Background: an optimization exercise with open tools, aiming at small area, a short achievable clock period and few clock cycles per item. Do not read the settings as production practice.
Only simulation tests tie the RTL to the original design; equivalence was not proved.

==> trial 41: inputs <==
Design mx_quant, start of the top module:
module mx_quant (
    input  wire         clk,
    input  wire         rst,
    input  wire         in_valid,
    output wire         in_ready,
    input  wire [511:0] in_data,
    input  wire [1:0]   in_fmt,
    input  wire         in_elem,
    input  wire [1:0]   in_shift,
    output wire         out_valid,
    input  wire         out_ready,
    output wire [255:0] out_elems,
    output wire [15:0]  out_entry
);
    reg            v1, v2;       
    reg            ov;           
    reg            full;         
    reg            nfull;        
    wire           adv      = !full;
    wire           write    = v2 && !full;
    wire           hfree    = !ov || out_ready;      
    wire           full_n   = !hfree && (full || write);
    assign in_ready  = nfull;
    assign out_valid = ov;
    always @(posedge clk) begin
        if (rst) begin
            v1 <= 1'b0; v2 <= 1'b0; ov <= 1'b0; full <= 1'b0; nfull <= 1'b1;
        end else begin
            if (adv) begin
                v1 <= in_valid;
                v2 <= v1;
            end
            ov    <= hfree ? (full || write) : 1'b1;
            full  <= full_n;
            nfull <= !full_n;
        end
    end
    reg [511:0] r1_data;
    reg         r1_bf, r1_fp8, r1_e43, r1_e52;
    reg         r1_elem;
    reg [1:0]   r1_shn;
    always @(posedge clk) begin
        if (adv) begin
            r1_data <= in_data;
            r1_bf   <= (in_fmt != 2'd1) && (in_fmt != 2'd2);
            r1_fp8  <= (in_fmt == 2'd1) || (in_fmt == 2'd2);
            r1_e43  <= (in_fmt == 2'd1);
            r1_e52  <= (in_fmt == 2'd2);
            r1_elem <= in_elem;
            r1_shn  <= in_shift;
        end
    end
    wire [31:0]  l_sign, l_special, l_zero;
    wire [223:0] l_mn;
    wire [287:0] l_en;
    wire         any_special;
    integer      i;
    genvar g;
    generate
        for (g = 0; g < 32; g = g + 1) begin : lane
            wire [7:0] e_unused;
            wire [6:0] f_unused;
            mx_decode u_dec (
                .lane (r1_data[16*g +: 16]), .e43 (r1_e43), .e52 (r1_e52), .kill (any_special),
                .sign (l_sign[g]), .e (e_unused), .f (f_unused),
                .is_special (l_special[g]), .is_zero (l_zero[g]),
                .enorm (l_en[9*g +: 9]), .mn (l_mn[7*g +: 7])
            );
  ...
Settings: LEC_CHECK=0, ABC_AREA=1, CAP_MARGIN=50, CORE_MARGIN=2, CORE_UTILIZATION=40, SLEW_MARGIN=70; clock period 34.0 ns.
standard.sh (not shown) runs the stock make flow with config.mk's settings and CLKGATE_MAP_FILE= SYNTH_SCRIPT=/design/flow/synth_recipe.tcl, a recipe that flattens the netlist after the stock synthesis.
==> flow/flow/run.sh <==
#!/bin/bash
# Layout flow: the standard ORFS flow (standard.sh, unchanged synthesis),
# with one difference: the input and output ports are buffered with
# sky130_fd_sc_hd__buf_2 instead of the cell buffer_ports picks by default.
set -euo pipefail
here=$(pwd)
cp config.mk flow_config.mk
echo 'export BUFFER_PORTS_ARGS = -buffer_cell sky130_fd_sc_hd__buf_2' >> flow_config.mk
sed "s#DESIGN_CONFIG=[^ ]*#DESIGN_CONFIG=$here/flow_config.mk#" standard.sh > flow_standard.sh
bash flow_standard.sh finish > flow_make.log 2>&1
==> trial 8: changes against trial 41 <==
--- a/flow/design.v
+++ b/flow/design.v
@@ -34,22 +34,21 @@
     assign enorm = (is_zero || kill) ? -9'sd256 : h ? $signed({1'b0, e}) : -$signed({6'd0, lz});
     assign mn    = h ? f : {fs[5:0], 1'b0};
 endmodule
 module mx_round (
     input  wire              sign,
-    input  wire signed [8:0] enorm,
+    input  wire signed [9:0] ena,      
     input  wire [6:0]        mn,
-    input  wire signed [9:0] t,
+    input  wire signed [9:0] s,        
     input  wire              elem,     
     output wire [7:0]        code,     
     output wire              sat
 );
-    wire [9:0] w1 = {enorm[8], enorm} - t;
-    wire neg  = w1[9];
-    wire pos  = !neg && (w1[4:0] != 5'd0);
-    wire near = neg && (w1[8:3] == 6'h3f) && (w1[2:1] != 2'b00);    
-    wire [2:0] rs = pos ? 3'd0 : near ? 3'd1 - w1[2:0] : (neg ? 3'd7 : 3'd1);
+    wire signed [9:0] w1 = ena - s;
+    wire pos  = (w1 > 10'sd0);
+    wire far  = (w1 < -10'sd6);
+    wire [2:0] rs = pos ? 3'd0 : far ? 3'd7 : 3'd1 - w1[2:0];
     wire [7:0] y0 = {1'b1, mn};
     wire [7:0] y1 = rs[0] ? {1'b0, y0[7:1]} : y0;
     wire       s1 = rs[0] & y0[0];
     wire [7:0] y2 = rs[1] ? {2'b0, y1[7:2]} : y1;
     wire       s2 = s1 | (rs[1] & |y1[1:0]);
@@ -60,12 +59,12 @@
     wire r2  = x[5] & (x[6] | x[4] | x[3] | st4);
     wire [3:0] ex = pos ? w1[3:0] : 4'd0;
     wire [6:0] m4 = {ex, x[6:4]} + {6'd0, r4};
     wire [2:0] m2 = {ex[1:0], x[6]} + {2'd0, r2};
     wire nz4 = |mn[4:0];
-    wire sat4 = !neg & (w1[4] | ((w1[3:0] == 4'hf) & mn[6] & mn[5] & nz4));
-    wire sat2 = !neg & ((w1[4:2] != 3'd0) | ((w1[1:0] == 2'd3) & mn[6] & (mn[5] | nz4)));
+    wire sat4 = (w1 > 10'sd15) | ((w1 == 10'sd15) & mn[6] & mn[5] & nz4);
+    wire sat2 = (w1 > 10'sd3)  | ((w1 == 10'sd3) & mn[6] & (mn[5] | nz4));
     assign sat  = elem ? sat2 : sat4;
     wire [6:0] mag = elem ? (sat2 ? 7'd7 : {4'd0, m2}) : (sat4 ? 7'h7e : m4);
     assign code = elem ? {4'd0, sign, mag[2:0]} : {sign, mag};
 endmodule
 module mx_quant (
@@ -80,32 +79,43 @@
     output wire         out_valid,
     input  wire         out_ready,
     output wire [255:0] out_elems,
     output wire [15:0]  out_entry
 );
+    localparam NRP = 16;         
     reg            v1, v2;       
-    reg            ov;           
     reg            full;         
     reg            nfull;        
-    wire           adv      = !full;
-    wire           write    = v2 && !full;
-    wire           hfree    = !ov || out_ready;      
-    wire           full_n   = !hfree && (full || write);
+    reg            ov;           
+    reg            wp;           
+    reg  [NRP-1:0] rp;           
+    wire           adv     = !full;
+    wire           write   = v2 && !full;
+    wire           deliver = ov && out_ready;
+    wire           full_n  = full ? !deliver : (write && ov && !deliver);
+    wire           ov_n    = full ? 1'b1 : (write || (ov && !deliver));
     assign in_ready  = nfull;
     assign out_valid = ov;
+    integer k;
     always @(posedge clk) begin
         if (rst) begin
-            v1 <= 1'b0; v2 <= 1'b0; ov <= 1'b0; full <= 1'b0; nfull <= 1'b1;
+            v1 <= 1'b0; v2 <= 1'b0; full <= 1'b0; nfull <= 1'b1; ov <= 1'b0; wp <= 1'b0;
         end else begin
             if (adv) begin
                 v1 <= in_valid;
                 v2 <= v1;
             end
-            ov    <= hfree ? (full || write) : 1'b1;
+            wp    <= wp ^ write;
             full  <= full_n;
             nfull <= !full_n;
-        end
+            ov    <= ov_n;
+        end
+    end
+    always @(posedge clk) begin
+        for (k = 0; k < NRP; k = k + 1)
+            if (rst) rp[k] <= 1'b0;
+            else if (out_ready) rp[k] <= rp[k] ^ ov;
     end
     reg [511:0] r1_data;
     reg         r1_bf, r1_fp8, r1_e43, r1_e52;
     reg         r1_elem;
     reg [1:0]   r1_shn;
@@ -202,37 +212,13 @@
     always @* begin
         forall = 7'd0;
         for (i = 0; i < 7; i = i + 1)
             forall[i] = |(frac_all & ({32{7'd1 << i}}));
     end
-    wire [7:0]  kmx1  = {mh, ml};
-    wire [7:0]  emx1  = r1_bf ? kmx1 : r1_e43 ? {4'd0, kmx1[6:3]} : {3'd0, kmx1[6:2]};
-    wire [6:0]  fsub1 = r1_bf ? forall : r1_e43 ? {kmx1[2:0], 4'd0} : {kmx1[1:0], 5'd0};
-    reg [31:0]  r2_sign;
-    reg [287:0] r2_en;
-    reg [223:0] r2_mn;
-    reg [7:0]   r2_emx;
-    reg [6:0]   r2_fsub;
-    reg [1:0]   r2_shn;
-    reg         r2_elem, r2_bf, r2_e43, r2_spec, r2_zero;
-    always @(posedge clk) begin
-        if (adv) begin
-            r2_sign   <= l_sign;
-            r2_en     <= l_en;
-            r2_mn     <= l_mn;
-            r2_emx    <= emx1;
-            r2_fsub   <= fsub1;
-            r2_shn    <= r1_shn;
-            r2_elem   <= r1_elem;
-            r2_bf     <= r1_bf;
-            r2_e43    <= r1_e43;
-            r2_spec   <= any_special;
-            r2_zero   <= all_zero;
-        end
-    end
-    wire [7:0] emx  = r2_emx;
-    wire [6:0] fsub = r2_fsub;
+    wire [7:0] kmx = {mh, ml};
+    wire [7:0] emx = r1_bf ? kmx : r1_e43 ? {4'd0, kmx[6:3]} : {3'd0, kmx[6:2]};
+    wire [6:0] fsub = r1_bf ? forall : r1_e43 ? {kmx[2:0], 4'd0} : {kmx[1:0], 5'd0};
     reg [2:0] lzt;
     always @* begin
         casez (fsub)
             7'b1??????: lzt = 3'd0;
             7'b01?????: lzt = 3'd1;
@@ -242,33 +228,68 @@
             7'b000001?: lzt = 3'd5;
             default:    lzt = 3'd6;
         endcase
     end
     wire        nzmx = (emx != 8'd0);
-    wire [4:0]  a    = (r2_elem ? 5'd3 : 5'd15) + {3'd0, r2_shn};
-    wire [4:0]  ab   = (r2_elem ? 5'd2 : 5'd8) + {3'd0, r2_shn};     
-    wire        clmp = r2_bf && (!nzmx || (emx <= {3'd0, ab}));
+    wire [4:0]  a    = (r1_elem ? 5'd3 : 5'd15) + {3'd0, r1_shn};
+    wire [4:0]  ab   = (r1_elem ? 5'd2 : 5'd8) + {3'd0, r1_shn};     
+    wire        clmp = r1_bf && (!nzmx || (emx <= {3'd0, ab}));
     wire [9:0]  etop = nzmx ? {2'd0, emx} : -{7'd0, lzt};
-    wire [9:0]  tv   = clmp ? (r2_elem ? 10'h3ff : 10'h3f9) : etop - {5'd0, a};
-    wire [9:0] abf  = r2_bf ? {5'd0, ab} : r2_e43 ? {5'd0, ab} - 10'd120 : {5'd0, ab} - 10'd112;
-    wire [9:0] sc   = clmp ? 10'd0 : etop - abf;
-    wire [9:0] r2_entry = r2_spec ? 10'h2ff : r2_zero ? 10'h17f : {2'b00, sc[7:0]};
+    wire [9:0]  sv   = clmp ? {5'd0, ab} : etop;
+    wire [319:0] l_ena;
+    generate
+        for (g = 0; g < 32; g = g + 1) begin : ea
+            assign l_ena[10*g +: 10] = {l_en[9*g + 8], l_en[9*g +: 9]} + {5'd0, a};
+        end
+    endgenerate
+    reg [31:0]  r2_sign;
+    reg [319:0] r2_ena;
+    reg [223:0] r2_mn;
+    reg [9:0]   r2_s;
+    reg [4:0]   r2_ab;
+    reg         r2_elem, r2_bf, r2_e43, r2_clmp, r2_spec, r2_zero;
+    always @(posedge clk) begin
+        if (adv) begin
+            r2_sign  <= l_sign;
+            r2_ena   <= l_ena;
+            r2_mn    <= l_mn;
+            r2_s     <= sv;
+            r2_ab    <= {3'd0, r1_shn} + (r1_elem ? 5'd2 : 5'd8);
+            r2_elem  <= r1_elem;
+            r2_bf    <= r1_bf;
+            r2_e43   <= r1_e43;
+            r2_clmp  <= clmp;
+            r2_spec  <= any_special;
+            r2_zero  <= all_zero;
+        end
+    end
+    wire [9:0] r2_abf = r2_bf ? {5'd0, r2_ab} :
+                        r2_e43 ? {5'd0, r2_ab} - 10'd120 : {5'd0, r2_ab} - 10'd112;
+    wire [9:0] r2_sc  = r2_clmp ? 10'd0 : r2_s - r2_abf;
+    wire [9:0] r2_entry = r2_spec ? 10'h2ff : r2_zero ? 10'h17f : {2'b00, r2_sc[7:0]};
     wire [255:0] l_code;
     wire [31:0]  l_sat;
     generate
         for (g = 0; g < 32; g = g + 1) begin : quant
             mx_round u_rnd (
-                .sign (r2_sign[g]), .enorm (r2_en[9*g +: 9]), .mn (r2_mn[7*g +: 7]),
-                .t (tv), .elem (r2_elem),
+                .sign (r2_sign[g]), .ena (r2_ena[10*g +: 10]), .mn (r2_mn[7*g +: 7]),
+                .s (r2_s), .elem (r2_elem),
                 .code (l_code[8*g +: 8]), .sat (l_sat[g])
             );
         end
     endgenerate
     wire [266:0] result = {|l_sat, r2_entry, l_code};
-    reg [266:0] qh, qs;
-    always @(posedge clk) begin
-        if (write) qs <= result;
-        if (hfree) qh <= full ? qs : result;
-    end
-    assign out_elems = qh[255:0];
-    assign out_entry = {5'd0, qh[266:256]};
+    reg [266:0] qa, qb;
+    always @(posedge clk) begin
+        if (write && !wp) qa <= result;
+        if (write &&  wp) qb <= result;
+    end
+    wire [266:0] head_w;
+    genvar j;
+    generate
+        for (j = 0; j < 267; j = j + 1) begin : omux
+            assign head_w[j] = rp[j % NRP] ? qb[j] : qa[j];
+        end
+    endgenerate
+    assign out_elems = head_w[255:0];
+    assign out_entry = {5'd0, head_w[266:256]};
 endmodule
==> flow/run.sh (new file) <==
#!/bin/bash
# synth_recipe.tcl (not shown) runs the flow's synth.tcl, then flattens the netlist and writes it again
# the make line also repeats each setting of config.mk as NAME=value (left out here)
make -C /OpenROAD-flow-scripts/flow DESIGN_CONFIG=/design/flow/config.mk WORK_HOME=/design/flow/orfs CLKGATE_MAP_FILE= SYNTH_SCRIPT=/design/flow/synth_recipe.tcl finish
removed: flow/flow/run.sh
removed: flow/standard.sh
==> flow_summary.json <==
{
  "run_status": "finished clean",
  "tap_cells": 4180,
  "synth_edf_count": 1649,
  "final_nets": 19276,
  "vdd_drop_max_v": 0.00004758,
  "grt_use_total_pct": 38.36,
  "vias": 130014,
  "worst_pin_slew_ns": 0.5421,
  "seq_area_frac_synth_pct": 39.14
}
[end of results for trial 8]
==> flow_summary.json <==
{
  "final_nets": 18499,
  "run_status": "finished clean",
  "vias": 122327,
  "seq_area_frac_synth_pct": 40.69,
  "endpoint_kind": "flip-flop",
  "die-area_um2": 303500,
  "synth_edf_count": 1618,
  "tap_cells": 3939,
  "syn_area_um2": 119700,
  "use_met3_pct": 7.661,
  "wl_met1_mm": 266.3,
  "grt_use_total_pct": 35.63,
  "skew_ns": 0.07304,
  "grt_util_met2_pct": 45.49
}
[end of results for trial 41]
Testbench counts of trial 41, summed over its fixed seeds: cycles 3,224, items 3,200.
Testbench counts of trial 8, summed over its fixed seeds: cycles 3,224, items 3,200.

## re-timing with driven ports
The results above use ideal ports. As a check the final layouts listed here were re-extracted and re-timed, cells and wires unchanged.
Step 1, drivers: a clkbuf_16 drives clk and a buf_2 each remaining input, both assumed.
Step 2 adds t to the input delays and takes it off the output delays; t is the mean of the earliest and latest rising clock arrival at the registers after step 1. Input paths then give back, and output paths get back, about the clock's delay inside the block.
Slacks: no drivers / after step 1 / after step 2; pairs: no drivers / after step 1.
run | shift t [ns] | setup slack, ns | worst register clock-pin slew, ns
trial 41 | 1.012 | 25.365 / 25.352 / 25.365 | 0.09 / 0.09
trial 8 | 0.994 | 24.189 / 24.088 / 24.802 | 0.07 / 0.07
After both steps every run listed still meets setup and hold.
